Source: an optimization exercise on an open RTL-to-GDS flow (aim: small area). Production flows keep margins and buffers that such runs may drop.
Function was checked by simulation only, so behaviour that the tests miss may differ from the original.
No activity file was given, so power comes from the tool's default toggle rates.

### flow/config.mk
export PLATFORM = sky130hd
export DESIGN_NAME = drv_unit
export DESIGN_NICKNAME = drv_unit
export VERILOG_FILES = /design/flow/design.v
export SDC_FILE = /design/flow/constraint.sdc
export NUM_CORES = 4
export LEC_CHECK = 0
export CAP_MARGIN = 20
export CORE_MARGIN = 2
export CORE_UTILIZATION = 60
export CTS_BUF_LIST = sky130_fd_sc_hd__clkbuf_8
export CTS_CLUSTER_DIAMETER = 60
export CTS_CLUSTER_SIZE = 12
export PLACE_DENSITY = 0.75
export SLEW_MARGIN = 20
### flow/constraint.sdc
create_clock -name core_clock -period 22.0 [get_ports {clk}]
set_input_delay 4.4000 -clock core_clock [delete_from_list [all_inputs] [get_ports {clk}]]
set_output_delay 4.4000 -clock core_clock [all_outputs]
set_load 0.01 [all_outputs]
### flow/design.v
module drv_channel (
    input  wire        clk,
    input  wire        rst_n,
    input  wire        wacc,
    input  wire [4:0]  wsub,
    input  wire [15:0] wdata,
    input  wire [15:0] on_w,        
    input  wire        capd_w,      
    output wire        stopped,
    output reg  [15:0] per_sh,
    output reg  [15:0] cmp_sh,
    output reg  [15:0] cap_sh,
    output reg         capd_sh,     
    input  wire        rsel,        
    input  wire [4:0]  rsub,
    output reg  [31:0] rdata,       
    input  wire        flt_pin,
    output wire        drv_a,
    output wire        drv_b,
    output wire        flt_route,
    output reg         ev_latch,
    output reg         ev_rel,
    output reg         ev_trip
);
    localparam [1:0] ST_STOP  = 2'd0;
    localparam [1:0] ST_RUN   = 2'd1;
    localparam [1:0] ST_LATCH = 2'd2;
    localparam [4:0] S_CFG     = 5'h01;
    localparam [4:0] S_PERIOD  = 5'h02;
    localparam [4:0] S_COMPARE = 5'h03;
    localparam [4:0] S_CAP     = 5'h04;
    localparam [4:0] S_DTA     = 5'h05;
    localparam [4:0] S_DTB     = 5'h06;
    localparam [4:0] S_MINP    = 5'h07;
    localparam [4:0] S_BLANK   = 5'h08;
    localparam [4:0] S_GF      = 5'h09;
    localparam [4:0] S_TRIPN   = 5'h0A;
    localparam [4:0] S_CLEANM  = 5'h0B;
    localparam [4:0] S_STATE   = 5'h0C;
    localparam [4:0] S_FCOUNT  = 5'h0D;
    localparam [4:0] S_CLEAN   = 5'h0E;
    localparam [4:0] S_TRIPPED = 5'h0F;
    localparam [4:0] S_STRETCH = 5'h11;
    localparam [4:0] S_LATCHN  = 5'h12;
    localparam [4:0] S_ONTICKS = 5'h14;
    localparam [4:0] S_CTRL    = 5'h15;
    localparam [4:0] S_FLAGS   = 5'h16;
    localparam [4:0] S_CLEAR   = 5'h17;
    localparam [4:0] S_RUN     = 5'h18;
    reg        cfg_aonly;
    reg        cfg_pol;
    reg        cfg_byp;
    reg        cfg_en;
    reg [7:0]  dt_a, dt_b, minp, blank, trip_n;
    reg [3:0]  flt_gf;
    reg [15:0] clean_m;
    reg [15:0] per_act, cmp_act, cap_act;
    reg [15:0] on_act, on_sh;       
    reg        capd_act;            
    reg [1:0]  state;
    reg        rel_pend;        
    reg [15:0] cnt;
    reg        trp;             
    reg        x_q;             
    reg [7:0]  dt_len;          
    reg        a_q, b_q;        
    reg        a1_q, b1_q;      
    reg [7:0]  hi_len;          
    reg        s1, s2, fcond;
    reg [3:0]  gcnt;
    reg [7:0]  fcount;
    reg [15:0] clean_run;
    reg [31:0] tripped_periods;
    reg [31:0] stretches;
    reg [15:0] latch_count;
    assign stopped = (state == ST_STOP);
    wire w_per = wacc && (wsub == S_PERIOD);
    wire w_cmp = wacc && (wsub == S_COMPARE);
    wire w_cap = wacc && (wsub == S_CAP);
    wire w_sh  = w_per || w_cmp || w_cap;
    wire do_stop  = wacc && (wsub == S_RUN) && !wdata[0] && (state == ST_RUN);
    wire do_start = wacc && (wsub == S_RUN) &&  wdata[0] && stopped;
    wire do_rel   = wacc && (wsub == S_CTRL) && (state == ST_LATCH);
    wire do_clear = wacc && (wsub == S_CLEAR) && wdata[1];
    function ge_c;
        input [16:0] a;
        input [16:0] b;
        input        ci;
        integer n;
        reg c;
        begin
            c = ci;
            for (n = 0; n < 17; n = n + 1)
                c = (a[n] & ~b[n]) | (a[n] & c) | (~b[n] & c);
            ge_c = c;
        end
    endfunction
    wire [15:0] cnt_inc = cnt + 16'd1;
    wire wrap   = !stopped && (cnt_inc == per_act);
    wire out_en = (state == ST_RUN);
    wire x_raw  = !ge_c({1'b0, cnt}, {1'b0, on_act}, 1'b1);
    wire flt_p  = flt_pin ^ cfg_pol;
    wire flt_c  = (flt_gf == 4'd0) ? s2 : fcond;
    wire ch_flt = cfg_en && flt_c;
    assign flt_route = cfg_byp ? flt_p : flt_c;
    wire trip_now = out_en && ch_flt && x_raw && !trp && a_q && ge_c({9'd0, hi_len}, {9'd0, blank}, 1'b1);
    wire trp_eff  = trp || trip_now;
    wire x        = out_en && x_raw && !trp_eff;
    wire count_trip = trip_now && !do_stop;
    wire [8:0] fcount_inc = {1'b0, fcount} + 9'd1;
    wire latch_now  = count_trip && (trip_n != 8'd0) && ge_c({8'd0, fcount_inc}, {9'd0, trip_n}, 1'b1);
    wire [7:0] fcount_sat = fcount_inc[7:0] | {8{fcount_inc[8]}};
    wire run_wrap = (state == ST_RUN) && wrap && !do_stop && !latch_now;
    wire rel_clr  = (state == ST_LATCH) && do_rel;
    wire [16:0] clean_inc = {1'b0, clean_run} + 17'd1;
    wire clean_reach = ge_c(clean_inc, {1'b0, clean_m}, 1'b1);
    wire clean_clr = latch_now || rel_clr || (run_wrap && (trp_eff || clean_reach));
    wire clean_up  = run_wrap && !trp_eff && !clean_reach;
    wire fcount_clr = rel_clr || (run_wrap && !trp_eff && clean_reach);
    wire fcount_up  = run_wrap && trp_eff;
    wire [4:0] gcnt_inc = {1'b0, gcnt} + 5'd1;
    wire       hi_short = !ge_c({9'd0, hi_len}, {9'd0, minp}, 1'b1);
    wire       dt_ok    = ge_c({9'd0, dt_len}, {9'd0, (x_q ? dt_a : dt_b)}, 1'b1);
    wire       dta_ok   = x_q ? dt_ok : (dt_a == 8'd0);
    wire       dtb_ok   = x_q ? (dt_b == 8'd0) : dt_ok;
    wire a_hold = out_en && a_q && hi_short && !trp_eff;
    wire b_hold = out_en && !cfg_aonly && b_q && hi_short;
    wire a1 = x && dta_ok && !b_hold;
    wire b1 = out_en && !cfg_aonly && !x && dtb_ok && !a_hold;
    wire a_nxt  = a1 || a_hold;
    wire b_nxt  = b1 || b_hold;
    wire dt_run = x ? !b_nxt : (out_en && !a_nxt);
    wire st_a   = a1_q && !a1 && a_hold;
    wire st_b   = b1_q && !b1 && b_hold;
    assign drv_a = a_q;
    assign drv_b = b_q;
    function [7:0] sat8;
        input [7:0] v;
        sat8 = (v == 8'hFF) ? v : v + 8'd1;
    endfunction
    wire xfer = stopped || do_stop || wrap;
    wire rs = !rst_n;
    wire ld_cfg   = (wacc && wsub == S_CFG)    || rs;
    wire ld_dta   = (wacc && wsub == S_DTA)    || rs;
    wire ld_dtb   = (wacc && wsub == S_DTB)    || rs;
    wire ld_minp  = (wacc && wsub == S_MINP)   || rs;
    wire ld_blank = (wacc && wsub == S_BLANK)  || rs;
    wire ld_tripn = (wacc && wsub == S_TRIPN)  || rs;
    wire ld_gf    = (wacc && wsub == S_GF)     || rs;
    wire ld_cleanm= (wacc && wsub == S_CLEANM) || rs;
    wire ld_per   = w_per || rs;
    wire ld_cmp   = w_cmp || rs;
    wire ld_cap   = w_cap || rs;
    wire ld_sh    = w_sh  || rs;
    wire ld_act   = xfer  || rs;
    wire [15:0] wd_per = rst_n ? wdata : 16'd1000;
    wire [15:0] wd_cmp = rst_n ? wdata : 16'h0000;
    wire [15:0] wd_cap = rst_n ? wdata : 16'hFFFF;
    wire [15:0] wd_cm  = rst_n ? wdata : 16'd16;
    wire [7:0]  wd_dt  = rst_n ? wdata[7:0] : 8'd15;
    wire [7:0]  wd_z8  = rst_n ? wdata[7:0] : 8'd0;
    wire [15:0] on_wr  = rst_n ? on_w : 16'd0;
    wire        capd_wr = rst_n && capd_w;
    always @(posedge clk) begin
        if (ld_cfg) begin
            cfg_aonly <= rst_n && wdata[6];
            cfg_pol   <= rst_n && wdata[4];
            cfg_byp   <= rst_n && wdata[3];
            cfg_en    <= rs || wdata[2];
        end
        if (ld_dta)    dt_a    <= wd_dt;
        if (ld_dtb)    dt_b    <= wd_dt;
        if (ld_minp)   minp    <= wd_z8;
        if (ld_blank)  blank   <= wd_z8;
        if (ld_tripn)  trip_n  <= wd_z8;
        if (ld_gf)     flt_gf  <= wd_z8[3:0];
        if (ld_cleanm) clean_m <= wd_cm;
        if (ld_per) per_sh <= wd_per;
        if (ld_cmp) cmp_sh <= wd_cmp;
        if (ld_cap) cap_sh <= wd_cap;
        if (ld_sh) begin
            on_sh   <= on_wr;
            capd_sh <= capd_wr;
        end
        if (ld_act) begin
            per_act  <= ld_per ? wd_per  : per_sh;
            cmp_act  <= ld_cmp ? wd_cmp  : cmp_sh;
            cap_act  <= ld_cap ? wd_cap  : cap_sh;
            on_act   <= ld_sh  ? on_wr   : on_sh;
            capd_act <= ld_sh  ? capd_wr : capd_sh;
        end
    end
    always @(posedge clk) begin
        if (!rst_n) begin
            state     <= ST_STOP;
            rel_pend  <= 1'b0;
            cnt       <= 16'd0;
            trp       <= 1'b0;
            x_q       <= 1'b0;
            dt_len    <= 8'd0;
            a_q       <= 1'b0;
            b_q       <= 1'b0;
            a1_q      <= 1'b0;
            b1_q      <= 1'b0;
            hi_len    <= 8'd0;
            s1        <= 1'b0;
            s2        <= 1'b0;
            fcond     <= 1'b0;
            gcnt      <= 4'd0;
            fcount    <= 8'd0;
            clean_run <= 16'd0;
            tripped_periods <= 32'd0;
            stretches <= 32'd0;
            latch_count <= 16'd0;
            ev_latch  <= 1'b0;
            ev_rel    <= 1'b0;
            ev_trip   <= 1'b0;
        end else begin
            if (do_stop || stopped || wrap)
                cnt <= 16'd0;
            else
                cnt <= cnt_inc;
            if (do_stop || wrap || !out_en)
                trp <= 1'b0;
            else
                trp <= trp_eff;
            if (do_stop) begin
                state    <= ST_STOP;
                rel_pend <= 1'b0;
            end else if (do_start) begin
                state <= ST_RUN;
            end else if (latch_now) begin
                state <= ST_LATCH;
            end else if (state == ST_LATCH) begin
                if ((rel_pend || do_rel) && wrap) begin
                    state    <= ST_RUN;
                    rel_pend <= 1'b0;
                end else if (do_rel) begin
                    rel_pend <= 1'b1;
                end
            end
            ev_latch <= latch_now;
            ev_rel   <= rel_clr;
            ev_trip  <= (latch_now || fcount_up) && (fcount == 8'd0);
            if (fcount_clr)
                fcount <= 8'd0;
            else if (latch_now)
                fcount <= trip_n;
            else if (fcount_up)
                fcount <= fcount_sat;
            if (clean_clr)
                clean_run <= 16'd0;
            else if (clean_up)
                clean_run <= clean_inc[15:0];
            tripped_periods <= (do_clear ? 32'd0 : tripped_periods)
                             + {31'd0, latch_now || (!do_stop && state == ST_RUN && wrap && trp_eff)};
            stretches <= (do_clear ? 32'd0 : stretches) + {31'd0, st_a || st_b};
            latch_count <= (do_clear ? 16'd0 : latch_count)
                         + {15'd0, latch_now && (do_clear || latch_count != 16'hFFFF)};
            x_q   <= x;
            dt_len <= !dt_run ? 8'd0 : (x == x_q) ? sat8(dt_len) : 8'd1;
            a_q   <= a_nxt;
            b_q   <= b_nxt;
            a1_q  <= a1;
            b1_q  <= b1;
            hi_len <= ((a_nxt && a_q) || (b_nxt && b_q)) ? sat8(hi_len) : 8'd1;
            s1 <= flt_p;
            s2 <= s1;
            if (s2 == fcond) begin
                gcnt <= 4'd0;
            end else if (ge_c({12'd0, gcnt_inc}, {13'd0, flt_gf}, 1'b1)) begin
                fcond <= s2;
                gcnt  <= 4'd0;
            end else begin
                gcnt <= gcnt_inc[3:0];
            end
        end
    end
    always @(*) begin
        case (rsel ? rsub : 5'h00)
            S_CFG:     rdata = {16'd0, 8'd0, 1'b0, cfg_aonly, 1'b0, cfg_pol, cfg_byp, cfg_en, 2'b00};
            S_PERIOD:  rdata = {16'd0, per_act};
            S_COMPARE: rdata = {16'd0, cmp_act};
            S_CAP:     rdata = {16'd0, cap_act};
            S_DTA:     rdata = {24'd0, dt_a};
            S_DTB:     rdata = {24'd0, dt_b};
            S_MINP:    rdata = {24'd0, minp};
            S_BLANK:   rdata = {24'd0, blank};
            S_GF:      rdata = {28'd0, flt_gf};
            S_TRIPN:   rdata = {24'd0, trip_n};
            S_CLEANM:  rdata = {16'd0, clean_m};
            S_STATE:   rdata = {30'd0, state};
            S_FCOUNT:  rdata = {24'd0, fcount};
            S_CLEAN:   rdata = {16'd0, clean_run};
            S_TRIPPED: rdata = tripped_periods;
            S_STRETCH: rdata = stretches;
            S_LATCHN:  rdata = {16'd0, latch_count};
            S_ONTICKS: rdata = {16'd0, on_act};
            S_FLAGS:   rdata = {24'd0, 5'd0, flt_c, capd_act, 1'b0};
            default:   rdata = 32'd0;
        endcase
    end
endmodule
module drv_unit (
    input  wire        clk,
    input  wire        rst_n,
    input  wire        wr_en,
    input  wire [1:0]  wr_ch,
    input  wire [4:0]  wr_sub,
    input  wire [15:0] wr_data,
    output reg         wr_ack,
    output reg         wr_nak,
    input  wire [1:0]  rd_ch,
    input  wire [4:0]  rd_sub,
    output reg  [31:0] rd_data,
    input  wire [3:0]  flt,
    output wire [3:0]  drv_a,
    output wire [3:0]  drv_b,
    output wire [3:0]  flt_route,
    output wire [3:0]  evt_latched,
    output wire [3:0]  evt_released,
    output wire [3:0]  evt_tripping
);
    wire [3:0]  stopped;
    wire [31:0] rdata [0:3];
    wire [15:0] per_sh [0:3];
    wire [15:0] cmp_sh [0:3];
    wire [15:0] cap_sh [0:3];
    wire [3:0]  capd_sh;
    wire st = stopped[wr_ch];
    reg  refuse;
    always @(*) begin
        case (wr_sub)
            5'h01:   refuse = !st || (wr_data[11:8] != 4'd0) || wr_data[7];
            5'h02:   refuse = (wr_data[15:6] == 10'd0);
            5'h03:   refuse = 1'b0;
            5'h04:   refuse = 1'b0;
            5'h05, 5'h06, 5'h07, 5'h08, 5'h0A:
                     refuse = !st || (wr_data[15:8] != 8'd0);
            5'h09:   refuse = !st || (wr_data[15:4] != 12'd0);
            5'h0B:   refuse = !st || (wr_data == 16'd0);
            5'h15:   refuse = (wr_data != 16'd1);
            5'h17:   refuse = 1'b0;
            5'h18:   refuse = (wr_data[15:1] != 15'd0);
            default: refuse = 1'b1;
        endcase
    end
    wire acc = wr_en && !refuse;
    function ge_c;
        input [16:0] a;
        input [16:0] b;
        input        ci;
        integer n;
        reg c;
        begin
            c = ci;
            for (n = 0; n < 17; n = n + 1)
                c = (a[n] & ~b[n]) | (a[n] & c) | (~b[n] & c);
            ge_c = c;
        end
    endfunction
    wire        is_per = (wr_sub == 5'h02);
    wire        is_cmp = (wr_sub == 5'h03);
    wire [15:0] per_c  = per_sh[wr_ch];
    wire [15:0] cmp_c  = cmp_sh[wr_ch];
    wire [15:0] cap_c  = cap_sh[wr_ch];
    wire        capd_c = capd_sh[wr_ch];
    wire [15:0] other  = is_cmp ? cap_c : cmp_c;
    wire        w_min  = ge_c({1'b0, other}, {1'b0, wr_data}, is_cmp);
    wire [15:0] per_w  = is_per ? wr_data : per_c;
    wire [15:0] c_eff  = is_per ? (capd_c ? cap_c : cmp_c) : (w_min ? wr_data : other);
    wire        capd_w = is_per ? capd_c : (w_min ^ is_cmp);
    reg [31:0] product;
    reg [15:0] ms, mc, ns, nc, pp, sh1;
    integer i, j;
    always @(*) begin
        ms = c_eff & {16{per_w[0]}};
        mc = 16'd0;
        product = 32'd0;
        product[0] = ms[0];
        for (i = 1; i < 16; i = i + 1) begin
            pp  = c_eff & {16{per_w[i]}};
            sh1 = {1'b0, ms[15:1]};
            for (j = 0; j < 16; j = j + 1) begin
                ns[j] = pp[j] ^ sh1[j] ^ mc[j];
                nc[j] = (pp[j] & sh1[j]) | (pp[j] & mc[j]) | (sh1[j] & mc[j]);
            end
            ms = ns;
            mc = nc;
            product[i] = ms[0];
        end
        product[31:16] = {1'b0, ms[15:1]} + mc;
    end
    wire [15:0] q0      = product[31:16];
    wire [15:0] q1      = q0 + 16'd1;
    wire        q_up    = ge_c({1'b0, product[15:0]}, {1'b0, ~q0}, 1'b1);    
    wire [15:0] on_w    = q_up ? q1 : q0;
    genvar k;
    generate
        for (k = 0; k < 4; k = k + 1) begin : g_ch
            drv_channel u_ch (
                .clk       (clk),
                .rst_n     (rst_n),
                .wacc      (acc && (wr_ch == k)),
                .wsub      (wr_sub),
                .wdata     (wr_data),
                .on_w      (on_w),
                .capd_w    (capd_w),
                .stopped   (stopped[k]),
                .per_sh    (per_sh[k]),
                .cmp_sh    (cmp_sh[k]),
                .cap_sh    (cap_sh[k]),
                .capd_sh   (capd_sh[k]),
                .rsel      (rd_ch == k),
                .rsub      (rd_sub),
                .rdata     (rdata[k]),
                .flt_pin   (flt[k]),
                .drv_a     (drv_a[k]),
                .drv_b     (drv_b[k]),
                .flt_route (flt_route[k]),
                .ev_latch  (evt_latched[k]),
                .ev_rel    (evt_released[k]),
                .ev_trip   (evt_tripping[k])
            );
        end
    endgenerate
    always @(posedge clk) begin
        if (!rst_n) begin
            wr_ack  <= 1'b0;
            wr_nak  <= 1'b0;
            rd_data <= 32'd0;
        end else begin
            wr_ack  <= acc;
            wr_nak  <= wr_en && refuse;
            rd_data <= rdata[0] | rdata[1] | rdata[2] | rdata[3];
        end
    end
endmodule
### flow/run.sh
#!/bin/bash
# synth_recipe.tcl (not shown) runs the flow's synth.tcl, then flattens the netlist and writes it again
# the make line also repeats each setting of config.mk as NAME=value (left out here)
make -C /OpenROAD-flow-scripts/flow DESIGN_CONFIG=/design/flow/config.mk WORK_HOME=/design/flow/orfs CLKGATE_MAP_FILE= SYNTH_SCRIPT=/design/flow/synth_recipe.tcl finish
==> results of run 1 <==
-- cell usage in the layout (no fill, tap or decap), types with 46 or more instances in the layout --
master,Yosys,layout
mux4_2,50,50
nand4_1,150,150
xor2_1,338,338
a22o_1,120,120
nor4_1,72,68
fa_1,211,211
inv_1,279,345
nor3_1,118,112
edfxtp_1,516,516
clkdlybuf4s50_1,0,91
clkbuf_8,0,158
maj3_1,104,104
nand3_1,370,368
a221oi_1,145,145
a22oi_1,187,187
and2_1,120,118
mux2i_1,124,123
xnor2_1,224,224
or3_1,51,47
o21ai_1,52,68
nand2_1,736,732
ha_1,83,83
nor2b_1,53,53
o211ai_1,50,50
and3_1,127,127
o21ai_0,248,228
a31oi_1,51,48
dfxtp_1,914,914
nor2_1,1064,1047
buf_4,26,175
nand2b_1,66,66
or2_2,46,46
a21oi_1,283,280
-- flip-flops by register name (all words and copies together), names as in the netlist, 64 cells and up --
| name | flops |
|---|---|
| g_ch.u_ch.per_sh | 64 |
| g_ch.u_ch.on_act | 64 |
| g_ch.u_ch.tripped_periods | 128 |
| g_ch.u_ch.cap_sh | 64 |
| g_ch.u_ch.clean_m | 64 |
| g_ch.u_ch.cnt | 64 |
| g_ch.u_ch.latch_count | 64 |
| g_ch.u_ch.clean_run | 64 |
| g_ch.u_ch.cmp_sh | 64 |
| g_ch.u_ch.stretches | 128 |
| g_ch.u_ch.cmp_act | 64 |
| g_ch.u_ch.on_sh | 64 |
| g_ch.u_ch.per_act | 64 |
| g_ch.u_ch.cap_act | 64 |
-- cells in the mapped netlist (all sizes together), types with 50 or more instances --
cell type / n / area share, %
a221oi: 145 / 1.7
a31oi: 51 / 0.43
a22oi: 187 / 1.9
nand2b: 66 / 0.55
nand3: 370 / 2.5
nor4: 76 / 0.68
clkbuf: 351 / 1.8
nor3: 118 / 0.79
and2: 121 / 1.0
mux4: 50 / 1.5
nand4: 151 / 1.3
or3: 51 / 0.43
a22o: 120 / 1.4
ha: 83 / 1.4
o21ai: 301 / 2.0
a21oi: 284 / 1.9
maj3: 108 / 1.4
nor2b: 53 / 0.44
inv: 281 / 1.4
dfxtp: 914 / 24
fa: 211 / 5.6
mux2i: 124 / 1.7
o211ai: 50 / 0.50
and3: 128 / 1.1
nor2: 1064 / 5.3
edfxtp: 516 / 21
nand2: 737 / 3.7
buf: 68 / 0.50
xor2: 338 / 4.0
xnor2: 230 / 2.7
-- stage by stage --
| step | util [%] | instances | power [uW] | hold slack, ns |
|---|---|---|---|---|
| 3_5_place_dp | 62.9 | 9308 | 3340 | 0.429 |
| 4_1_cts | 65.2 | 9570 | 5030 | 0.447 |
| 6_report | 65.3 | 9602 | 5090 | 0.444 |
| 3_3_place_gp | 62.9 | 9307 | 3320 | 0.413 |
| 5_1_grt | 65.3 | 9579 | 5180 | 0.467 |
| 2_1_floorplan | - | 7819 | 3120 | 0.408 |
-- worst paths after layout --
path	cells past startpoint	to
min	1	g_ch[1].u_ch.s2
max	50	g_ch[2].u_ch.on_act[1]
min reg2reg	1	g_ch[1].u_ch.s2
max reg2reg	48	g_ch[2].u_ch.on_act[1]
-- routing by layer --
layer  vias to the layer above  part of all wire, %
met5                         -                0.083
met3                      1318                   17
met4                        34                  8.3
met2                      5666                   39
li1                      28000                    -
met1                     33000                   36
-- cell families after synthesis --
group                    after synthesis
AO/OA/AOI/OAI                       1444
XOR/XNOR                             572
adder cells (fa/ha/maj)              402
buffers and inverters                705
flip-flops                          1430
multiplexers                         193
AND/OR/NAND/NOR                     3073
-- critical path, delay by kind of cell --
family                     cells  cell delay [ns]
and+or+nand+nor                7             1.18
muxes                          2             0.62
buffers and inverters         10             2.41
AOI/OAI and AO/OA             10             2.62
adders and majority gates     21             8.98
-- cell type report --
class	instances	area [um^2]	share of cell area [%]
multi-input cells	5684	38700	47.8
flip-flops and latches	1430	33800	41.8
repair buffers	274	2320	2.87
clock buffers	158	2170	2.69
well taps	1637	2050	2.53
inverters	286	1080	1.34
clock inverters	104	721	0.891
diodes	29	72.6	0.0897
-- power groups by stage --
stage | Sequential, uW | Combinational, uW | Clock [uW]
4_1_cts | 2900 | 376 | 1760
3_5_place_dp | 2960 | 375 | 0
2_1_floorplan | 2880 | 231 | 0
5_1_grt | 2910 | 415 | 1860
6_report | 2920 | 398 | 1780
3_3_place_gp | 2960 | 365 | 0
==> flow_summary.rst, run 1 <==
.. list-table::
   :header-rows: 1

   * - Metric
     - Value
   * - Clock transition at the register clock pins on the worst setup and hold paths after CTS
     - 0.08 ns
   * - Part of the cycle the worst path needs
     - 89.4%
   * - R2r setup slk
     - 6.74 ns
   * - Number of nets in the synthesized netlist
     - 8150
   * - Final sum of negative setup slack
     - 0 ns
   * - Area of the core
     - 124000 um^2
   * - Number of global-route vias before repair
     - 62.5k
   * - Register bit count reported by yosys
     - 1430
   * - # nets final
     - 8156
   * - Peak clock frequency supported by timing
     - 50.8 MHz
   * - Buffer depth of the longest clock path
     - 3
   * - Total global routing track utilization
     - 51.2%
   * - Worst slew margin relative to its limit
     - 12.8%
   * - Multiplexer area fraction after synthesis
     - 3.45%
   * - Cell at the root of the clock tree
     - clkbuf_8
   * - I/O pins
     - 95
   * - HP Class
     - flip-flop to flip-flop
   * - Launching element type of the critical path
     - primary input
   * - Placer's final routability congestion estimate
     - 1.18
   * - Compound-cell area share of the yosys netlist
     - 13.3%
   * - DRC violation total after the first TritonRoute iteration
     - 12.3k
   * - Synthesized-area fraction occupied by adder cells
     - 8.47%
   * - Global route hottest layer
     - met2
   * - Global-route wire length before repair
     - 459 mm
   * - Setup Slack @ Placement
     - 1.39 ns
   * - Largest net degree at the start of global routing
     - 115
   * - Area of the die
     - 128000 um^2
   * - Cell occurring most often along the worst timing path
     - fa_1
   * - Count of standard-cell rows
     - 129
   * - Slew @ Worst Pin
     - 1.31 ns
   * - Worst path required time
     - 22.61 ns
   * - Share of total power in sequential cells
     - 57.3%
   * - Instance count of the mapped netlist
     - 7819
   * - Worst endpoint data arrival time
     - 20.28 ns
   * - Count of filler cells inserted in the layout
     - 9899
   * - Xor/xnor share of the synthesized area
     - 6.82%
   * - Post CTS Setup Buffer Count
     - 0
   * - Clock buffers created by TritonCTS
     - 149
   * - TritonRoute pass-1 iters
     - 8
   * - Final setup violating endpoints
     - 0
   * - Hold violation total from the final report
     - 0
   * - Mean instance size in the synthesized netlist
     - 9.58 um^2
   * - Clock latency (worst-skew pair)
     - 0.97 ns
   * - Crit Reg-Reg Startpoint
     - g_ch[3].u_ch.cap_sh[9]
   * - Post-synthesis instance area
     - 74900 um^2
   * - Fraction of the yosys area taken by sequential cells
     - 45.1%
   * - Worst setup skew after layout
     - 0.0769 ns
   * - TritonCTS clock tree
     - built
   * - # hold bufs at CTS
     - 0
   * - Sum of routed wire length over all layers
     - 332 mm
   * - Startpoint of the tightest hold check path
     - g_ch[1].u_ch.s1
   * - Overflow left after global routing
     - 0
   * - Global Route met3 Usage
     - 24.5%
   * - Internal cell power
     - 3680 uW
   * - HPWL reported at the end of detailed placement
     - 254 mm
   * - Vias
     - 68.0k
   * - Dominant combinational cell family by area after synthesis
     - simple AND/OR/NAND/NOR gates
   * - Global-route track usage on met1
     - 64.9%
   * - Period minus WS final
     - 19.67 ns
   * - Leakage Power
     - 0.0295 uW
   * - Outcome
     - complete, no violations
   * - Share of layout cells above drive strength 1
     - 7.50%
   * - Switching part of the total
     - 27.8%
   * - Nature of the critical path endpoint
     - flip-flop
   * - Number of violations of the max-capacitance limit
     - 0
   * - Fraction of registers with async set or reset after synthesis
     - 0%
   * - Crit path max-delay cell type
     - clkdlybuf4s50_1
   * - Share of power burned in the clock network
     - 34.9%
   * - YS warnings
     - 2
   * - Met2 layer usage reported by global route
     - 68.9%
   * - Die Width
     - 357 um
   * - Logic pwr share
     - 7.8%
   * - Start point of the critical path
     - wr_sub[1]
   * - Switching power total
     - 1410 uW
   * - Post-CTS resize count
     - 0
   * - Number of distinct library cell variants in the gate-level netlist after synthesis
     - 103
   * - Fin. max-slew vios
     - 0
   * - Post-route ant nets
     - 0
   * - DR DRC count
     - 0
   * - Worst vdd rail ir drop
     - 0.0000720 V
   * - Power density normalized to cell area
     - 63.0 nW/um^2
   * - Total number of clock tree sinks
     - 1430
   * - Unrepaired setup endpoints after global routing
     - no
   * - Placement-stage cell area
     - 77800 um^2
   * - Die H
     - 357 um
   * - Maximum fanout along the worst path
     - 56
   * - Initial core utilization
     - 60.5%
   * - Leading register cell type out of synthesis
     - dfxtp_1
   * - CP peak stage delay
     - 0.93 ns
   * - Final Cell Area
     - 80900 um^2
   * - Initial antenna violation count
     - 44
   * - H-tree depth
     - 4
   * - Number of vias per cell after detailed routing
     - 7.08
   * - Fraction of the mapped netlist area in simple logic gates
     - 19.2%
   * - Total of buffers placed on input and output ports
     - 94
   * - Area Overhead vs Synth
     - 7.93%
   * - Number of enable flip-flop cells after synthesis
     - 516
   * - Type of the setup path with the least slack
     - primary input to flip-flop
   * - Detail-routed net length per standard cell
     - 34.5 um
   * - Minimum setup slack in the final design
     - 2.33 ns
==> inputs of run 2 (changes only) <==
==> flow/flow/run.sh (new file) <==
#!/bin/bash
# Own layout flow: the standard flow (standard.sh, all ORFS steps), with two
# changes in how the layout is made:
#  - Yosys's ABC mapping of the combinational logic uses an area-oriented script
#    (flow/abc_area.script) in place of ORFS's abc_speed.script; register
#    mapping, names and cell types are those of the standard synthesis;
#  - clock tree synthesis uses clkbuf_8 leaf clusters and inserts no dummy
#    loads.
set -euo pipefail
WORK="$(cd "$(dirname "${BASH_SOURCE[0]}")/.." && pwd)"
cd "$WORK"
rm -rf "$WORK/scripts_area"
cp -r "$FLOW_HOME/scripts" "$WORK/scripts_area"
cp "$WORK/flow/abc_area.script" "$WORK/scripts_area/abc_speed.script"
export CTS_ARGS="-sink_clustering_enable -repair_clock_nets -dont_use_dummy_load -buf_list sky130_fd_sc_hd__clkbuf_8 -sink_clustering_size 12 -sink_clustering_max_diameter 60"
bash "$WORK/standard.sh" SCRIPTS_DIR="$WORK/scripts_area" finish > "$WORK/standard_flow.log" 2>&1
==> flow/flow/abc_area.script (new file) <==
&get -n
&st
&dch -f
&nf -a
&st
&syn2
&dch -f
&nf -a
&st
&syn2
&dch -f
&nf -a
&put
topo
stime -c
==> flow/standard.sh (new file) <==
#!/bin/bash
# synth_recipe.tcl (not shown) runs the flow's synth.tcl, then flattens the netlist and writes it again
# the make line also repeats each setting of config.mk as NAME=value (left out here)
make -C /OpenROAD-flow-scripts/flow DESIGN_CONFIG=/design/flow/config.mk WORK_HOME=/design/flow/orfs CLKGATE_MAP_FILE= SYNTH_SCRIPT=/design/flow/synth_recipe.tcl "${@:-finish}"
removed: flow/run.sh
==> flow_summary.rst, run 2 <==
.. list-table::
   :header-rows: 1

   * - Metric
     - Value
   * - Worst r2r path cells
     - 59 (+23%)
   * - Unrepaired setup endpoints after global routing
     - no
   * - Die Width
     - 347 um (-2.9%)
   * - Number of global-route vias before repair
     - 59.7k (-4.5%)
   * - Fraction of the yosys area taken by sequential cells
     - 47.9% (+2.8 points)
   * - TritonRoute pass-1 iters
     - 12 (+4)
   * - Number of nets in the synthesized netlist
     - 7416 (-9.0%)
   * - Most frequent cell after synthesis
     - nor2_1
   * - R2r setup slk
     - 5.24 ns (-1.50 ns)
   * - Total of buffers placed on input and output ports
     - 94 (unchanged)
   * - Share of total power in sequential cells
     - 61.2% (+3.9 points)
   * - Post-CTS resize count
     - 0 (unchanged)
   * - Buffer depth of the longest clock path
     - 3 (unchanged)
   * - Internal cell power
     - 3490 uW (-5.1%)
   * - Part of the cycle the worst path needs
     - 95.1% (+5.7 points)
   * - Instance count of the mapped netlist
     - 7085 (-9.4%)
   * - Worst slew margin relative to its limit
     - 12.6% (-0.20 points)
   * - Power density normalized to cell area
     - 61.6 nW/um^2 (-2.2%)
   * - Slew @ Worst Pin
     - 1.31 ns (+0.00164 ns)
   * - Worst vdd rail ir drop
     - 0.0000591 V (-18%)
   * - Initial core utilization
     - 60.6% (+0.068 points)
   * - Top flop regs
     - g_ch.u_ch.stretches (128), g_ch.u_ch.tripped_periods (128)
   * - Cell depth of the worst min-delay path
     - 1 (unchanged)
   * - TritonCTS clock tree
     - built
   * - # nets final
     - 7796 (-4.4%)
   * - Endpoint of the worst hold-timing path
     - g_ch[2].u_ch.s2
   * - Leading area contributor after synthesis
     - dfxtp_1
   * - Largest net degree at the start of global routing
     - 71 (-38%)
   * - Fin. max-slew vios
     - 0 (unchanged)
   * - Mean instance size in the synthesized netlist
     - 9.96 um^2 (+4.0%)
   * - Most frequent standard cell in the layout excluding fill and tap cells
     - nor2_1
   * - HPWL reported at the end of detailed placement
     - 230 mm (-9.8%)
   * - Crit Reg-Reg Startpoint
     - g_ch[3].u_ch.cmp_sh[1]
   * - Clock transition at the register clock pins on the worst setup and hold paths after CTS
     - 0.08 ns (about the same)
   * - Number of distinct library cell variants in the gate-level netlist after synthesis
     - 69 (-33%)
   * - Critical register-to-register path endpoint
     - g_ch[3].u_ch.on_act[14]
   * - Area of the die
     - 120000 um^2 (-5.7%)
   * - Switching part of the total
     - 26.2% (-1.6 points)
   * - DRC violation total after the first TritonRoute iteration
     - 11.7k (-4.3%)
   * - Period minus WS final
     - 20.92 ns (+1.25 ns)
   * - Post-synthesis instance area
     - 70600 um^2 (-5.8%)
   * - Startpoint of the tightest hold check path
     - g_ch[2].u_ch.s1
   * - DR DRC count
     - 0 (unchanged)
   * - Launching element type of the critical path
     - primary input
   * - Cell occurring most often along the worst timing path
     - fa_1
   * - Detail-routed net length per standard cell
     - 33.3 um (-3.5%)
   * - Placer's final routability congestion estimate
     - 1.14 (-3.2%)
   * - Global-route wire length before repair
     - 424 mm (-7.6%)
   * - Worst path required time
     - 22.60 ns (about the same)
   * - Utilization of the core after routing
     - 65.8% (+0.53 points)
   * - Power after layout
     - 4720 uW (-7.2%)
   * - Leading register cell type out of synthesis
     - dfxtp_1
   * - Number of enable flip-flop cells after synthesis
     - 516 (unchanged)
   * - CP peak stage delay
     - 0.64 ns (-0.29 ns)
   * - Highest-count cells in the layout ignoring fill and taps
     - 930 x nor2_1, 914 x dfxtp_1, 616 x nand2_1
   * - YS warnings
     - 2 (unchanged)
   * - Final setup violating endpoints
     - 0 (unchanged)
   * - Leakage Power
     - 0.0265 uW (-10%)
   * - Area Overhead vs Synth
     - 8.68%
   * - Die H
     - 347 um (-2.9%)
   * - Outcome
     - complete, no violations
   * - Initial antenna violation count
     - 40 (-9.1%)
   * - # hold bufs at CTS
     - 0 (unchanged)
   * - Crit path max-delay cell type
     - clkdlybuf4s50_1
   * - Total global routing track utilization
     - 49.1% (-2.1 points)
   * - Share of layout cells above drive strength 1
     - 5.51% (-2.0 points)
   * - Cell types with the highest counts after synthesis
     - 944 x nor2_1, 914 x dfxtp_1, 620 x nand2_1
   * - Final sum of negative setup slack
     - 0 ns (unchanged)
   * - Worst endpoint data arrival time
     - 21.53 ns (+1.25 ns)
   * - Nature of the critical path endpoint
     - flip-flop
   * - Logic pwr share
     - 7.7% (about the same)
   * - Clock buffers created by TritonCTS
     - 141 (-5.4%)
   * - Placement-stage cell area
     - 74700 um^2 (-4.1%)
   * - Number of vias per cell after detailed routing
     - 7.21 (+1.8%)
   * - H-tree depth
     - 4 (unchanged)
   * - Proportion of netlist area held by the largest area contributor
     - 25.9% (+1.5 points)
   * - Top cells by area in the synthesized netlist
     - dfxtp_1 26%, edfxtp_1 22%, fa_1 6.0%
   * - Total number of clock tree sinks
     - 1430 (unchanged)
   * - Switching power total
     - 1240 uW (-13%)
   * - Share of power burned in the clock network
     - 31.2% (-3.7 points)
   * - Hold violation total from the final report
     - 0 (unchanged)
   * - Clock latency (worst-skew pair)
     - 0.94 ns (-0.03 ns)
   * - Worst-case hold slack
     - 0.432 ns (-0.0118 ns)
   * - Peak clock frequency supported by timing
     - 47.8 MHz (-6.0%)
   * - Post CTS Setup Buffer Count
     - 0 (unchanged)
   * - Sum of routed wire length over all layers
     - 300 mm (-9.5%)
   * - Maximum fanout along the worst path
     - 12 (-79%)
   * - Type of the setup path with the least slack
     - primary input to flip-flop
   * - Cell at the root of the clock tree
     - clkbuf_8
   * - Vias
     - 64.9k (-4.5%)
   * - HP Class
     - flip-flop to flip-flop
   * - Fraction of registers with async set or reset after synthesis
     - 0% (unchanged)
   * - Post-route ant nets
     - 0 (unchanged)
   * - Final Cell Area
     - 76700 um^2 (-5.1%)
   * - Number of violations of the max-capacitance limit
     - 0 (unchanged)
   * - Register bit count reported by yosys
     - 1430 (unchanged)
   * - Overflow left after global routing
     - 0 (unchanged)
   * - I/O pins
     - 95 (unchanged)
   * - Count of standard-cell rows
     - 125 (-3.1%)
   * - Area of the core
     - 117000 um^2 (-5.9%)
   * - Worst setup skew after layout
     - 0.107 ns (+0.0300 ns)
[run 2: changes by cell type in the layout (fill, tap and decap cells not counted), moves of 100 or more]
| cell | change |
|---|---|
| inv_1 | -345 |
| clkinv_1 | +267 |
| a21oi_1 | +241 |
| xor2_1 | -158 |
| a222oi_1 | +141 |
| and2_1 | -118 |
| nor2_1 | -117 |
| nand2_1 | -116 |
| and2_0 | +100 |
[run 2: kinds of logic after synthesis]
logic type | Yosys count | synth area share (%)
AND/OR/NAND/NOR | 2768 | 18.2
AO/OA/AOI/OAI | 1664 | 15.6
buffers and inverters | 299 | 1.72
XOR/XNOR | 370 | 4.59
multiplexers | 158 | 3.12
flip-flops | 1430 | 47.9
adder cells (fa/ha/maj) | 396 | 8.90
[run 2: per-layer routing]
layer / GRT usage (%) / share of wire, %
met4: 32.4 / 8.4
met2: 70.3 / 41
met1: 62.0 / 35
met5: 0.320 / 0.093
met3: 18.4 / 16
[run 2: worst max-delay path: cells and delay by family]
| family | cells | cell delay, ns |
|---|---|---|
| adder cells (fa/ha/maj) | 17 | 7.75 |
| AO/OA/AOI/OAI | 26 | 5.59 |
| buffers and inverters | 9 | 1.64 |
| AND/OR/NAND/NOR | 5 | 1.57 |
| XOR/XNOR | 1 | 0.31 |
| multiplexers | 1 | 0.19 |
[run 2: layout make-up]
class / instances / area (um^2)
fill: 9368 / 39800
multi-input combinational: 5356 / 35800
sequential: 1430 / 33800
timing repair buffer: 261 / 2190
clock buffer: 141 / 1940
tap: 1524 / 1910
inverter: 275 / 1040
antenna: 23 / 57.6
[run 2: power groups by stage]
stage / combinational (uW) / sequential [uW] / clock [uW]
6_report: 362 / 2890 / 1470
5_1_grt: 383 / 2890 / 1550
4_1_cts: 349 / 2880 / 1450
3_5_place_dp: 348 / 2940 / 0
3_3_place_gp: 342 / 2940 / 0
2_1_floorplan: 205 / 2880 / 0
[run 2: worst max-delay path by stage]
stage,startpoint,cells past startpoint,endpoint
after global placement,wr_sub[4],59,g_ch[3].u_ch.on_act[14]
after global routing,wr_sub[4],59,g_ch[3].u_ch.on_act[12]
after floorplan,wr_sub[3],57,g_ch[1].u_ch.on_act[12]
final,wr_sub[4],59,g_ch[3].u_ch.on_act[14]
after detailed placement,wr_sub[4],59,g_ch[3].u_ch.on_act[14]
after CTS,wr_sub[4],59,g_ch[3].u_ch.on_act[14]
[run 2: through the flow]
step	setup WS, ns	cells
2_1_floorplan	2.49	7085
3_3_place_gp	0.716	8840
3_5_place_dp	0.418	8842
4_1_cts	1.30	8983
5_1_grt	0.0927	8990
6_report	1.08	9010
==> inputs of run 3 (changes only) <==
--- a/flow/flow/run.sh
+++ b/flow/flow/run.sh
@@ -5,7 +5,9 @@
 #    (flow/abc_area.script) in place of ORFS's abc_speed.script; register
 #    mapping, names and cell types are those of the standard synthesis;
 #  - clock tree synthesis uses clkbuf_8 leaf clusters and inserts no dummy
-#    loads.
+#    loads;
+#  - every input and output port still gets its own buffer (buffer_ports), but
+#    the buffer is sky130_fd_sc_hd__buf_1.
 set -euo pipefail
 WORK="$(cd "$(dirname "${BASH_SOURCE[0]}")/.." && pwd)"
 cd "$WORK"
@@ -13,4 +15,5 @@
 cp -r "$FLOW_HOME/scripts" "$WORK/scripts_area"
 cp "$WORK/flow/abc_area.script" "$WORK/scripts_area/abc_speed.script"
 export CTS_ARGS="-sink_clustering_enable -repair_clock_nets -dont_use_dummy_load -buf_list sky130_fd_sc_hd__clkbuf_8 -sink_clustering_size 12 -sink_clustering_max_diameter 60"
+export BUFFER_PORTS_ARGS="-buffer_cell sky130_fd_sc_hd__buf_1"
 bash "$WORK/standard.sh" SCRIPTS_DIR="$WORK/scripts_area" finish > "$WORK/standard_flow.log" 2>&1
==> flow_summary.rst, run 3 <==
.. list-table::
   :header-rows: 1

   * - Metric
     - Value
   * - Leading area contributor after synthesis
     - dfxtp_1
   * - YS warnings
     - 2 (unchanged)
   * - Post CTS Setup Buffer Count
     - 0 (unchanged)
   * - TritonRoute pass-1 iters
     - 13 (+1)
   * - Mean instance size in the synthesized netlist
     - 9.96 um^2 (unchanged)
   * - Power density normalized to cell area
     - 62.5 nW/um^2 (+1.4%)
   * - Outcome
     - complete, no violations
   * - Crit Reg-Reg Startpoint
     - g_ch[3].u_ch.cmp_sh[1]
   * - Most frequent standard cell in the layout excluding fill and tap cells
     - nor2_1
   * - Total global routing track utilization
     - 50.8% (+1.7 points)
   * - I/O pins
     - 95 (unchanged)
   * - Peak clock frequency supported by timing
     - 48.0 MHz (+0.53%)
   * - Minimum setup slack in the final design
     - 1.19 ns (+0.111 ns)
   * - Cell types with the highest counts after synthesis
     - 944 x nor2_1, 914 x dfxtp_1, 620 x nand2_1
   * - CP peak stage delay
     - 0.71 ns (+0.07 ns)
   * - Proportion of netlist area held by the largest area contributor
     - 25.9% (unchanged)
   * - Number of distinct library cell variants in the gate-level netlist after synthesis
     - 69 (unchanged)
   * - H-tree depth
     - 4 (unchanged)
   * - Cell at the root of the clock tree
     - clkbuf_8
   * - Number of vias per cell after detailed routing
     - 7.26 (+0.79%)
   * - Leakage Power
     - 0.0263 uW (-0.42%)
   * - Fraction of registers with async set or reset after synthesis
     - 0% (unchanged)
   * - Worst endpoint data arrival time
     - 21.42 ns (-0.11 ns)
   * - Worst slew margin relative to its limit
     - 8.83% (-3.8 points)
   * - Final sum of negative setup slack
     - 0 ns (unchanged)
   * - Highest-count cells in the layout ignoring fill and taps
     - 929 x nor2_1, 914 x dfxtp_1, 616 x nand2_1
   * - Number of enable flip-flop cells after synthesis
     - 516 (unchanged)
   * - Overflow left after global routing
     - 0 (unchanged)
   * - Total of buffers placed on input and output ports
     - 94 (unchanged)
   * - Post-route ant nets
     - 0 (unchanged)
   * - Crit path max-delay cell type
     - a222oi_1
   * - R2r setup slk
     - 4.96 ns (-0.28 ns)
   * - Critical register-to-register path endpoint
     - g_ch[2].u_ch.on_act[14]
   * - Placement-stage cell area
     - 74200 um^2 (-0.65%)
   * - Largest net degree at the start of global routing
     - 82 (+15%)
   * - Final Cell Area
     - 76300 um^2 (-0.51%)
   * - Worst setup skew after layout
     - 0.130 ns (+0.0230 ns)
   * - Clock transition at the register clock pins on the worst setup and hold paths after CTS
     - 0.07 ns (about the same)
   * - Number of nets in the synthesized netlist
     - 7416 (unchanged)
   * - Count of filler cells inserted in the layout
     - 9299 (-0.74%)
   * - Die Width
     - 347 um (unchanged)
   * - Post-synthesis instance area
     - 70600 um^2 (unchanged)
   * - Leading register cell type out of synthesis
     - dfxtp_1
   * - Period minus WS final
     - 20.81 ns (-0.111 ns)
   * - Post-CTS resize count
     - 0 (unchanged)
   * - Endpoint of the worst hold-timing path
     - g_ch[0].u_ch.s2
   * - # hold bufs at CTS
     - 0 (unchanged)
   * - Area of the die
     - 120000 um^2 (unchanged)
   * - Top cells by area in the synthesized netlist
     - dfxtp_1 26%, edfxtp_1 22%, fa_1 6.0%
   * - Initial core utilization
     - 60.6% (unchanged)
   * - HPWL reported at the end of detailed placement
     - 237 mm (+3.4%)
   * - Fraction of the yosys area taken by sequential cells
     - 47.9% (unchanged)
   * - DRC violation total after the first TritonRoute iteration
     - 13.0k (+11%)
   * - Detail-routed net length per standard cell
     - 34.3 um (+3.0%)
   * - Area Overhead vs Synth
     - 8.12%
   * - Die H
     - 347 um (unchanged)
   * - Cell depth of the worst min-delay path
     - 1 (unchanged)
   * - Buffer depth of the longest clock path
     - 3 (unchanged)
   * - Most frequent cell after synthesis
     - nor2_1
   * - Worst path required time
     - 22.61 ns (about the same)
   * - Worst r2r path cells
     - 57 (-3.4%)
   * - Startpoint of the tightest hold check path
     - g_ch[0].u_ch.s1
   * - Placer's final routability congestion estimate
     - 1.13 (-0.93%)
   * - Unrepaired setup endpoints after global routing
     - no
   * - # nets final
     - 7814 (+0.23%)
   * - Cell occurring most often along the worst timing path
     - fa_1
   * - Share of layout cells above drive strength 1
     - 5.73% (+0.23 points)
   * - Clock buffers created by TritonCTS
     - 147 (+4.3%)
   * - Register bit count reported by yosys
     - 1430 (unchanged)
   * - Type of the setup path with the least slack
     - primary input to flip-flop
   * - Number of violations of the max-capacitance limit
     - 0 (unchanged)
   * - Number of global-route vias before repair
     - 60.5k (+1.3%)
   * - Total number of clock tree sinks
     - 1430 (unchanged)
   * - DR DRC count
     - 0 (unchanged)
   * - Top flop regs
     - g_ch.u_ch.stretches (128), g_ch.u_ch.tripped_periods (128)
   * - Area of the core
     - 117000 um^2 (unchanged)
   * - Nature of the critical path endpoint
     - flip-flop
   * - Maximum fanout along the worst path
     - 27 (+15)
   * - HP Class
     - flip-flop to flip-flop
   * - Vias
     - 65.6k (+0.99%)
   * - Hold violation total from the final report
     - 0 (unchanged)
   * - Slew @ Worst Pin
     - 1.36 ns (+0.0537 ns)
   * - Part of the cycle the worst path needs
     - 94.6% (-0.50 points)
   * - Final setup violating endpoints
     - 0 (unchanged)
   * - Setup Slack @ Placement
     - 0.575 ns (+0.157 ns)
   * - Global-route wire length before repair
     - 437 mm (+3.1%)
   * - Clock latency (worst-skew pair)
     - 1.01 ns (+0.07 ns)
   * - Count of standard-cell rows
     - 125 (unchanged)
   * - Instance count of the mapped netlist
     - 7085 (unchanged)
   * - Initial antenna violation count
     - 35 (-13%)
   * - Worst vdd rail ir drop
     - 0.0000695 V (+18%)
   * - Fin. max-slew vios
     - 0 (unchanged)
   * - Launching element type of the critical path
     - primary input
   * - TritonCTS clock tree
     - built
   * - Sum of routed wire length over all layers
     - 310 mm (+3.2%)
## run 3: cell counts after synthesis
No cell type changed its count.
## run 3: power by group
| part | leakage, uW | internal (uW) | switching [uW] |
|---|---|---|---|
| registers | 0.0127 | 2800 | 99.4 |
| clock network | 0.00106 | 594 | 918 |
| logic | 0.0126 | 115 | 244 |
| total | 0.0263 | 3510 | 1260 |
## run 3: cell families (layout without fill, tap and decap cells)
group	Yosys count	count (layout)	synth area share (%)
muxes	158	158	3.12
adders and majority gates	396	396	8.90
other	0	23	0
buffers and inverters	299	695	1.72
xor gates and xnor gates	370	370	4.59
AOI/OAI and AO/OA	1664	1664	15.6
DFF	1430	1430	47.9
and+or+nand+nor	2768	2768	18.2
## run 3: stage by stage
stage / hold WS (ns) / util, % / power, uW / std cells
2_1_floorplan: 0.413 / - / 3090 / 7085
3_3_place_gp: 0.414 / 63.7 / 3280 / 8852
3_5_place_dp: 0.423 / 63.7 / 3290 / 8853
4_1_cts: 0.398 / 65.4 / 4710 / 9000
5_1_grt: 0.422 / 65.5 / 4850 / 9008
6_report: 0.410 / 65.5 / 4770 / 9028
## run 3: area by class of cell
cell class / instances / area (um^2) / area share, %
flip-flops and latches: 1430 / 33800 / 44.3
multi-input cells: 5356 / 35800 / 46.9
clock buffers: 147 / 2020 / 2.65
well taps: 1524 / 1910 / 2.50
inverters: 275 / 1040 / 1.36
repair buffers: 273 / 1720 / 2.25
diodes: 23 / 57.6 / 0.0754
## run 3: worst max path at each step
stage / start / endpoint / slack [ns] / cells past startpoint
2_1_floorplan: wr_sub[3] / g_ch[1].u_ch.on_act[12] / 2.49 / 57
3_3_place_gp: wr_ch[1] / g_ch[3].u_ch.on_act[14] / 0.72 / 59
3_5_place_dp: wr_ch[1] / g_ch[1].u_ch.on_act[14] / 0.58 / 58
4_1_cts: wr_sub[4] / g_ch[3].u_ch.on_act[14] / 1.40 / 59
5_1_grt: wr_ch[1] / g_ch[2].u_ch.on_act[14] / 0.38 / 58
6_report: wr_sub[4] / g_ch[2].u_ch.on_act[14] / 1.19 / 59
## run 3: layer usage
layer	part of all wire, %	global-route usage (%)	wire length [um]	vias up
li1	-	-	-	27100
met1	34	63.6	106000	31300
met2	41	71.8	126000	5655
met3	16	20.3	50200	1426
met4	9.0	35.0	27800	36
met5	0.15	0	464	-
## run 3: critical path: cells and delay by family
kind	cells	cell delay (ns)
and+or+nand+nor	4	1.09
buffers and inverters	10	1.70
muxes	1	0.20
AOI/OAI and AO/OA	26	6.12
xor gates and xnor gates	1	0.32
adders and majority gates	17	7.55
==> inputs of run 4 (changes only) <==
--- a/flow/design.v
+++ b/flow/design.v
@@ -365,10 +365,10 @@
     wire [15:0] cmp_c  = cmp_sh[wr_ch];
     wire [15:0] cap_c  = cap_sh[wr_ch];
     wire        capd_c = capd_sh[wr_ch];
-    wire [15:0] other  = is_cmp ? cap_c : cmp_c;
-    wire        w_min  = ge_c({1'b0, other}, {1'b0, wr_data}, is_cmp);
+    wire [15:0] sh_x   = (is_per ? capd_c : is_cmp) ? cap_c : cmp_c;
+    wire        w_min  = ge_c({1'b0, sh_x}, {1'b0, wr_data}, is_cmp);
     wire [15:0] per_w  = is_per ? wr_data : per_c;
-    wire [15:0] c_eff  = is_per ? (capd_c ? cap_c : cmp_c) : (w_min ? wr_data : other);
+    wire [15:0] c_eff  = (!is_per && w_min) ? wr_data : sh_x;
     wire        capd_w = is_per ? capd_c : (w_min ^ is_cmp);
     reg [31:0] product;
     reg [15:0] ms, mc, ns, nc, pp, sh1;
--- a/flow/flow/run.sh
+++ b/flow/flow/run.sh
@@ -1,5 +1,5 @@
 #!/bin/bash
-# Own layout flow: the standard flow (standard.sh, all ORFS steps), with two
+# Own layout flow: the standard flow (standard.sh, all ORFS steps), with three
 # changes in how the layout is made:
 #  - Yosys's ABC mapping of the combinational logic uses an area-oriented script
 #    (flow/abc_area.script) in place of ORFS's abc_speed.script; register
==> flow_summary.rst, run 4 <==
.. list-table::
   :header-rows: 1

   * - Metric
     - Value
   * - R2r setup slk
     - 5.17 ns (+0.21 ns)
   * - Fraction of the yosys area taken by sequential cells
     - 48.4% (+0.51 points)
   * - TritonCTS clock tree
     - built
   * - Launching element type of the critical path
     - primary input
   * - Part of the cycle the worst path needs
     - 93.9% (-0.74 points)
   * - Die Width
     - 345 um (-0.52%)
   * - Total of buffers placed on input and output ports
     - 94 (unchanged)
   * - Buffer depth of the longest clock path
     - 3 (unchanged)
   * - Type of the setup path with the least slack
     - primary input to flip-flop
   * - Proportion of netlist area held by the largest area contributor
     - 26.2% (+0.28 points)
   * - Internal cell power
     - 7310 uW (+110%)
   * - # nets final
     - 7788 (-0.33%)
   * - Fin. max-slew vios
     - 0 (unchanged)
   * - Final sum of negative setup slack
     - 0 ns (unchanged)
   * - Area of the core
     - 116000 um^2 (-0.54%)
   * - Initial antenna violation count
     - 43 (+23%)
   * - Number of placed instances with taps included
     - 8830 (-0.26%)
   * - Number of global-route vias before repair
     - 60.8k (+0.48%)
   * - Switching power total
     - 7110 uW (+460%)
   * - H-tree depth
     - 4 (unchanged)
   * - Number of violations of the max-capacitance limit
     - 0 (unchanged)
   * - Largest delay contributor family on the critical path
     - adder cells
   * - Placer's final routability congestion estimate
     - 1.13 (-0.53%)
   * - Cell occurring most often along the worst timing path
     - fa_1
   * - Worst setup skew after layout
     - 0.119 ns (-0.0106 ns)
   * - Slew @ Worst Pin
     - 1.30 ns (-0.0578 ns)
   * - Worst path depth
     - 61 (+3.4%)
   * - Register bit count reported by yosys
     - 1430 (unchanged)
   * - Most frequent cell after synthesis
     - nor2_1
   * - Cell types with the highest counts after synthesis
     - 927 x nor2_1, 914 x dfxtp_1, 694 x nand2_1
   * - Logic pwr share
     - 66.6% (+59 points)
   * - Cell at the root of the clock tree
     - clkbuf_8
   * - Leading area contributor after synthesis
     - dfxtp_1
   * - Crit Reg-Reg Startpoint
     - g_ch[2].u_ch.capd_sh
   * - Number of enable flip-flop cells after synthesis
     - 516 (unchanged)
   * - Total global routing track utilization
     - 51.3% (+0.53 points)
   * - I/O pins
     - 95 (unchanged)
   * - Share of total power in sequential cells
     - 22.9% (-38 points)
   * - Number of distinct library cell variants in the gate-level netlist after synthesis
     - 67 (-2.9%)
   * - Number of vias per cell after detailed routing
     - 7.29 (+0.35%)
   * - Number of nets in the synthesized netlist
     - 7388 (-0.38%)
   * - Share of layout cells above drive strength 1
     - 5.47% (-0.26 points)
   * - Die H
     - 345 um (-0.52%)
   * - Instance count of the mapped netlist
     - 7057 (-0.40%)
   * - Detail-routed net length per standard cell
     - 34.7 um (+1.1%)
   * - Post-CTS resize count
     - 0 (unchanged)
   * - Maximum fanout along the worst path
     - 29 (+7.4%)
   * - Finished Layout Cells
     - 8996 (-0.35%)
   * - Start point of the critical path
     - wr_sub[1]
   * - Unrepaired setup endpoints after global routing
     - no
   * - Global-route wire length before repair
     - 438 mm (about the same)
   * - HP Class
     - flip-flop to flip-flop
   * - Clock latency (worst-skew pair)
     - 0.96 ns (-0.05 ns)
   * - Final Cell Area
     - 75700 um^2 (-0.86%)
   * - Crit path max-delay cell type
     - nor4b_2
   * - Switching part of the total
     - 49.3% (+23 points)
   * - Mean instance size in the synthesized netlist
     - 9.90 um^2 (-0.66%)
   * - Vias
     - 65.6k (-0.0061%)
   * - HPWL reported at the end of detailed placement
     - 237 mm (-0.16%)
   * - Largest net degree at the start of global routing
     - 105 (+28%)
   * - Hold violation total from the final report
     - 0 (unchanged)
   * - Overflow left after global routing
     - 0 (unchanged)
   * - Fraction of registers with async set or reset after synthesis
     - 0% (unchanged)
   * - CP Buf/Inv Count
     - 11 (+1)
   * - YS warnings
     - 2 (unchanged)
   * - Leading register cell type out of synthesis
     - dfxtp_1
   * - CP peak stage delay
     - 1.00 ns (+0.29 ns)
   * - DR DRC count
     - 0 (unchanged)
   * - Peak clock frequency supported by timing
     - 48.4 MHz (+0.79%)
   * - Worst endpoint data arrival time
     - 21.32 ns (-0.10 ns)
   * - Power after layout
     - 14400 uW (+200%)
   * - TritonRoute pass-1 iters
     - 14 (+1)
   * - # hold bufs at CTS
     - 0 (unchanged)
   * - Final setup violating endpoints
     - 0 (unchanged)
   * - Count of filler cells inserted in the layout
     - 9247 (-0.56%)
   * - Clock buffers created by TritonCTS
     - 146 (-0.68%)
   * - Count of standard-cell rows
     - 125 (unchanged)
   * - Outcome
     - complete, no violations
   * - Placement-stage cell area
     - 73600 um^2 (-0.86%)
   * - Post-route ant nets
     - 0 (unchanged)
   * - Total number of clock tree sinks
     - 1430 (unchanged)
   * - Post CTS Setup Buffer Count
     - 0 (unchanged)
   * - Worst path required time
     - 22.67 ns (+0.06 ns)
   * - DRC violation total after the first TritonRoute iteration
     - 13.0k (-0.031%)
   * - Critical register-to-register path endpoint
     - g_ch[1].u_ch.on_act[15]
   * - Period minus WS final
     - 20.65 ns (-0.163 ns)
   * - Endpoint of the worst setup timing path
     - g_ch[1].u_ch.on_act[15]
   * - Power density normalized to cell area
     - 191 nW/um^2 (+210%)
   * - Leakage Power
     - 0.0257 uW (-2.6%)
   * - Share of power burned in the clock network
     - 10.5% (-21 points)
   * - Top flop regs
     - g_ch.u_ch.stretches (128), g_ch.u_ch.tripped_periods (128)
   * - Area Overhead vs Synth
     - 8.33%
   * - Highest-count cells in the layout ignoring fill and taps
     - 914 x dfxtp_1, 911 x nor2_1, 687 x nand2_1
   * - Worst vdd rail ir drop
     - 0.00176 V (+2400%)
   * - Nature of the critical path endpoint
     - flip-flop
   * - Top cells by area in the synthesized netlist
     - dfxtp_1 26%, edfxtp_1 22%, fa_1 6.0%
   * - Most frequent standard cell in the layout excluding fill and tap cells
     - dfxtp_1
   * - Sum of routed wire length over all layers
     - 312 mm (+0.76%)
   * - Initial core utilization
     - 60.3% (-0.32 points)
   * - Area of the die
     - 119000 um^2 (-1.0%)
   * - Worst r2r path cells
     - 61 (+7.0%)
   * - Clock transition at the register clock pins on the worst setup and hold paths after CTS
     - 0.08 ns (about the same)
   * - Post-synthesis instance area
     - 69800 um^2 (-1.1%)
   * - Worst slew margin relative to its limit
     - 12.4% (+3.6 points)
   * - Worst-case hold slack
     - 0.441 ns (+0.0311 ns)
## run 4: per-layer routing
metal / global-route usage, % / up-vias / part of all wire [%]
met5: 0.200 / - / 0.063
met4: 34.5 / 26 / 8.7
met3: 20.2 / 1396 / 16
met2: 72.5 / 5715 / 40
met1: 64.9 / 31400 / 35
li1: - / 27000 / -
## run 4: cell families (layout without fill, tap and decap cells)
family,count (synthesis),after routing,synth area share [%]
AND/OR/NAND/NOR,2845,2845,18.9
AO/OA/AOI/OAI,1610,1610,15.6
flip-flops,1430,1430,48.4
adder cells (fa/ha/maj),408,408,9.17
XOR/XNOR,394,394,4.94
buffers and inverters,292,690,1.70
multiplexers,78,78,1.29
other,0,17,0
## run 4: final cells by class
cell class	instances	area (um^2)	share of cell area, %
well taps	1524	1910	2.52
inverters	268	1010	1.34
flip-flops and latches	1430	33800	44.7
diodes	17	42.5	0.0562
repair buffers	276	1750	2.31
clock buffers	146	2010	2.66
multi-input cells	5335	35200	46.5
## run 4: power by group through the flow
stage	logic (uW)	clock network, uW	registers (uW)
after floorplan	6990	0	3270
after global placement	9370	0	3350
after detailed placement	9570	0	3350
after CTS	9620	1480	3290
after global routing	10600	1570	3290
final	9610	1510	3310
## run 4: worst min-delay path by stage
stage                                     start               endpoint  slack [ns]  cells after the start
after floorplan                 g_ch[0].u_ch.s1        g_ch[0].u_ch.s2        0.41                      1
after detailed placement        g_ch[2].u_ch.s1        g_ch[2].u_ch.s2        0.42                      1
final                           g_ch[2].u_ch.s1        g_ch[2].u_ch.s2        0.44                      1
after global placement          g_ch[2].u_ch.s1        g_ch[2].u_ch.s2        0.42                      1
after global routing      g_ch[1].u_ch.on_sh[1]  g_ch[1].u_ch.on_sh[1]        0.48                      2
after CTS                       g_ch[2].u_ch.s1        g_ch[2].u_ch.s2        0.44                      1
## run 4: metrics by stage
stage / utilization [%] / setup WS, ns
after global routing: 65.3 / 0.487
after floorplan: - / 0.345
after detailed placement: 63.5 / 0.548
after global placement: 63.4 / 0.780
after CTS: 65.2 / 1.47
final: 65.3 / 1.35
==> inputs of run 5 (changes only) <==
==> flow/flow/run.sh (replaced) <==
#!/bin/bash
# Own layout flow: the standard flow (standard.sh, all ORFS steps), with three
# changes in how the layout is made:
#  - Yosys's ABC mapping of the combinational logic uses an area-oriented script
#    (flow/abc_area.script) in place of ORFS's abc_speed.script; register
#    mapping, names and cell types are those of the standard synthesis;
#  - clock tree synthesis uses clkbuf_4 buffers (clusters of 8 sinks) and inserts no dummy
#    loads;
#  - every input and output port still gets its own buffer (buffer_ports), but
#    the buffer is sky130_fd_sc_hd__buf_1.
set -euo pipefail
WORK="$(cd "$(dirname "${BASH_SOURCE[0]}")/.." && pwd)"
cd "$WORK"
rm -rf "$WORK/scripts_area"
cp -r "$FLOW_HOME/scripts" "$WORK/scripts_area"
cp "$WORK/flow/abc_area.script" "$WORK/scripts_area/abc_speed.script"
export CTS_ARGS="-sink_clustering_enable -repair_clock_nets -dont_use_dummy_load -buf_list sky130_fd_sc_hd__clkbuf_4 -sink_clustering_size 8 -sink_clustering_max_diameter 40"
export BUFFER_PORTS_ARGS="-buffer_cell sky130_fd_sc_hd__buf_1"
bash "$WORK/standard.sh" SCRIPTS_DIR="$WORK/scripts_area" finish > "$WORK/standard_flow.log" 2>&1
==> flow_summary.rst, run 5 <==
.. list-table::
   :header-rows: 1

   * - Metric
     - Value
   * - DR DRC count
     - 0 (unchanged)
   * - Number of distinct library cell variants in the gate-level netlist after synthesis
     - 67 (unchanged)
   * - Final sum of negative setup slack
     - 0 ns (unchanged)
   * - Vias
     - 65.6k (+0.11%)
   * - Final setup violating endpoints
     - 0 (unchanged)
   * - Share of layout cells above drive strength 1
     - 6.35% (+0.88 points)
   * - Number of global-route vias before repair
     - 61.1k (+0.46%)
   * - Initial core utilization
     - 60.3% (unchanged)
   * - I/O pins
     - 95 (unchanged)
   * - Area used by multi-input combinational logic
     - 35200 um^2 (unchanged)
   * - Unrepaired setup endpoints after global routing
     - no
   * - Crit Reg-Reg Startpoint
     - g_ch[2].u_ch.capd_sh
   * - Clock latency (worst-skew pair)
     - 1.39 ns (+0.43 ns)
   * - Power density normalized to cell area
     - 190 nW/um^2 (-0.23%)
   * - Fraction of registers with async set or reset after synthesis
     - 0% (unchanged)
   * - Peak clock frequency supported by timing
     - 48.9 MHz (+0.96%)
   * - Worst-case hold slack
     - 0.339 ns (-0.102 ns)
   * - Post CTS Setup Buffer Count
     - 0 (unchanged)
   * - Crit path max-delay cell type
     - nor4b_2
   * - Worst setup skew after layout
     - 0.225 ns (+0.105 ns)
   * - Leakage Power
     - 0.0256 uW (-0.21%)
   * - Cell depth of the worst min-delay path
     - 2 (+1)
   * - Cell types with the highest counts after synthesis
     - 927 x nor2_1, 914 x dfxtp_1, 694 x nand2_1
   * - Area of the core
     - 116000 um^2 (unchanged)
   * - Top cells by area in the synthesized netlist
     - dfxtp_1 26%, edfxtp_1 22%, fa_1 6.0%
   * - Die H
     - 345 um (unchanged)
   * - Outcome
     - complete, no violations
   * - Most frequent cell after synthesis
     - nor2_1
   * - Part of the cycle the worst path needs
     - 93.0% (-0.89 points)
   * - Worst path required time
     - 22.96 ns (+0.29 ns)
   * - Fraction of the yosys area taken by sequential cells
     - 48.4% (unchanged)
   * - Count of filler cells inserted in the layout
     - 9314 (+0.72%)
   * - Startpoint of the tightest hold check path
     - g_ch[0].u_ch.on_sh[2]
   * - Cell at the root of the clock tree
     - clkbuf_4
   * - Worst endpoint data arrival time
     - 21.42 ns (+0.10 ns)
   * - Total number of clock tree sinks
     - 1430 (unchanged)
   * - Number of nets in the synthesized netlist
     - 7388 (unchanged)
   * - Fin. max-slew vios
     - 0 (unchanged)
   * - Nature of the critical path endpoint
     - flip-flop
   * - Launching element type of the critical path
     - primary input
   * - Number of violations of the max-capacitance limit
     - 0 (unchanged)
   * - Worst vdd rail ir drop
     - 0.00175 V (-0.64%)
   * - Worst slew margin relative to its limit
     - 11.9% (-0.56 points)
   * - Post-route ant nets
     - 0 (unchanged)
   * - Endpoint of the worst hold-timing path
     - g_ch[0].u_ch.on_act[2]
   * - TritonCTS clock tree
     - built
   * - Critical register-to-register path endpoint
     - g_ch[1].u_ch.on_act[15]
   * - Period minus WS final
     - 20.45 ns (-0.196 ns)
   * - Worst r2r path cells
     - 61 (unchanged)
==> run 5: cell counts after synthesis <==
Identical to the previous run, type by type.
==> run 5: final cells by class <==
| type | count | share of cell area, % |
|---|---|---|
| multi-input combinational | 5335 | 46.7 |
| sequential | 1430 | 44.9 |
| tap | 1524 | 2.53 |
| timing repair buffer | 274 | 2.30 |
| clock buffer | 218 | 2.17 |
| inverter | 268 | 1.35 |
| antenna | 20 | 0.0665 |
==> run 5: worst max path at each step <==
stage	slack, ns	startpoint	endpoint	cells after the start
finish	1.55	wr_sub[1]	g_ch[1].u_ch.on_act[15]	61
global route	0.88	wr_sub[1]	g_ch[2].u_ch.on_act[10]	62
CTS	1.74	wr_sub[1]	g_ch[3].u_ch.on_act[3]	59
detailed placement	0.55	wr_sub[1]	g_ch[3].u_ch.on_act[1]	59
global placement	0.78	wr_sub[1]	g_ch[2].u_ch.on_act[14]	60
floorplan	0.35	wr_sub[3]	g_ch[1].u_ch.on_act[2]	56
==> run 5: critical path: cells and delay by family <==
kind	cells	cell delay [ns]
fa+ha+maj	17	7.87
simple gates	5	1.50
buf+inv	11	1.86
compound gates	27	5.45
xor+xnor	1	0.30
==> run 5: layer usage <==
layer / wire, um / part of all wire, % / GRT usage [%] / up-vias
li1: - / - / - / 27200
met1: 109000 / 35 / 65.6 / 31500
met2: 127000 / 41 / 73.4 / 5614
met3: 52000 / 17 / 20.3 / 1335
met4: 24800 / 7.9 / 32.0 / 36
met5: 253 / 0.081 / 0 / -
==> run 5: metrics by stage <==
stage | util (%) | power [uW] | instance area [um^2] | worst slack, ns
after detailed placement | 63.5 | 12900 | 73600 | 0.548
after floorplan | - | 10300 | 69800 | 0.345
after global placement | 63.4 | 12700 | 73500 | 0.780
after CTS | 64.9 | 14200 | 75200 | 1.74
after global routing | 64.9 | 15300 | 75300 | 0.880
final | 65.0 | 14300 | 75300 | 1.55
==> run 5: power breakdown <==
part           internal (uW)  leakage, uW  total [uW]  switching (uW)
sequential              3140       0.0126        3300             165
combinational           3580       0.0120        9650            6070
clock                    449      0.00100        1370             916
==> run 5: kinds of logic after synthesis <==
group	after synthesis	share of synthesized area, %
mux	78	1.29
compound gates	1610	15.6
fa+ha+maj	408	9.17
buf+inv	292	1.70
flops	1430	48.4
xor+xnor	394	4.94
simple gates	2845	18.9

Check on run 5: ideal ports give 1.547 ns setup slack; a clkbuf_16 on the clock port and buf_2 on the inputs give 1.591 ns; moving port delays by the midpoint clock arrival (1.353 ns) as well gives 0.238 ns.
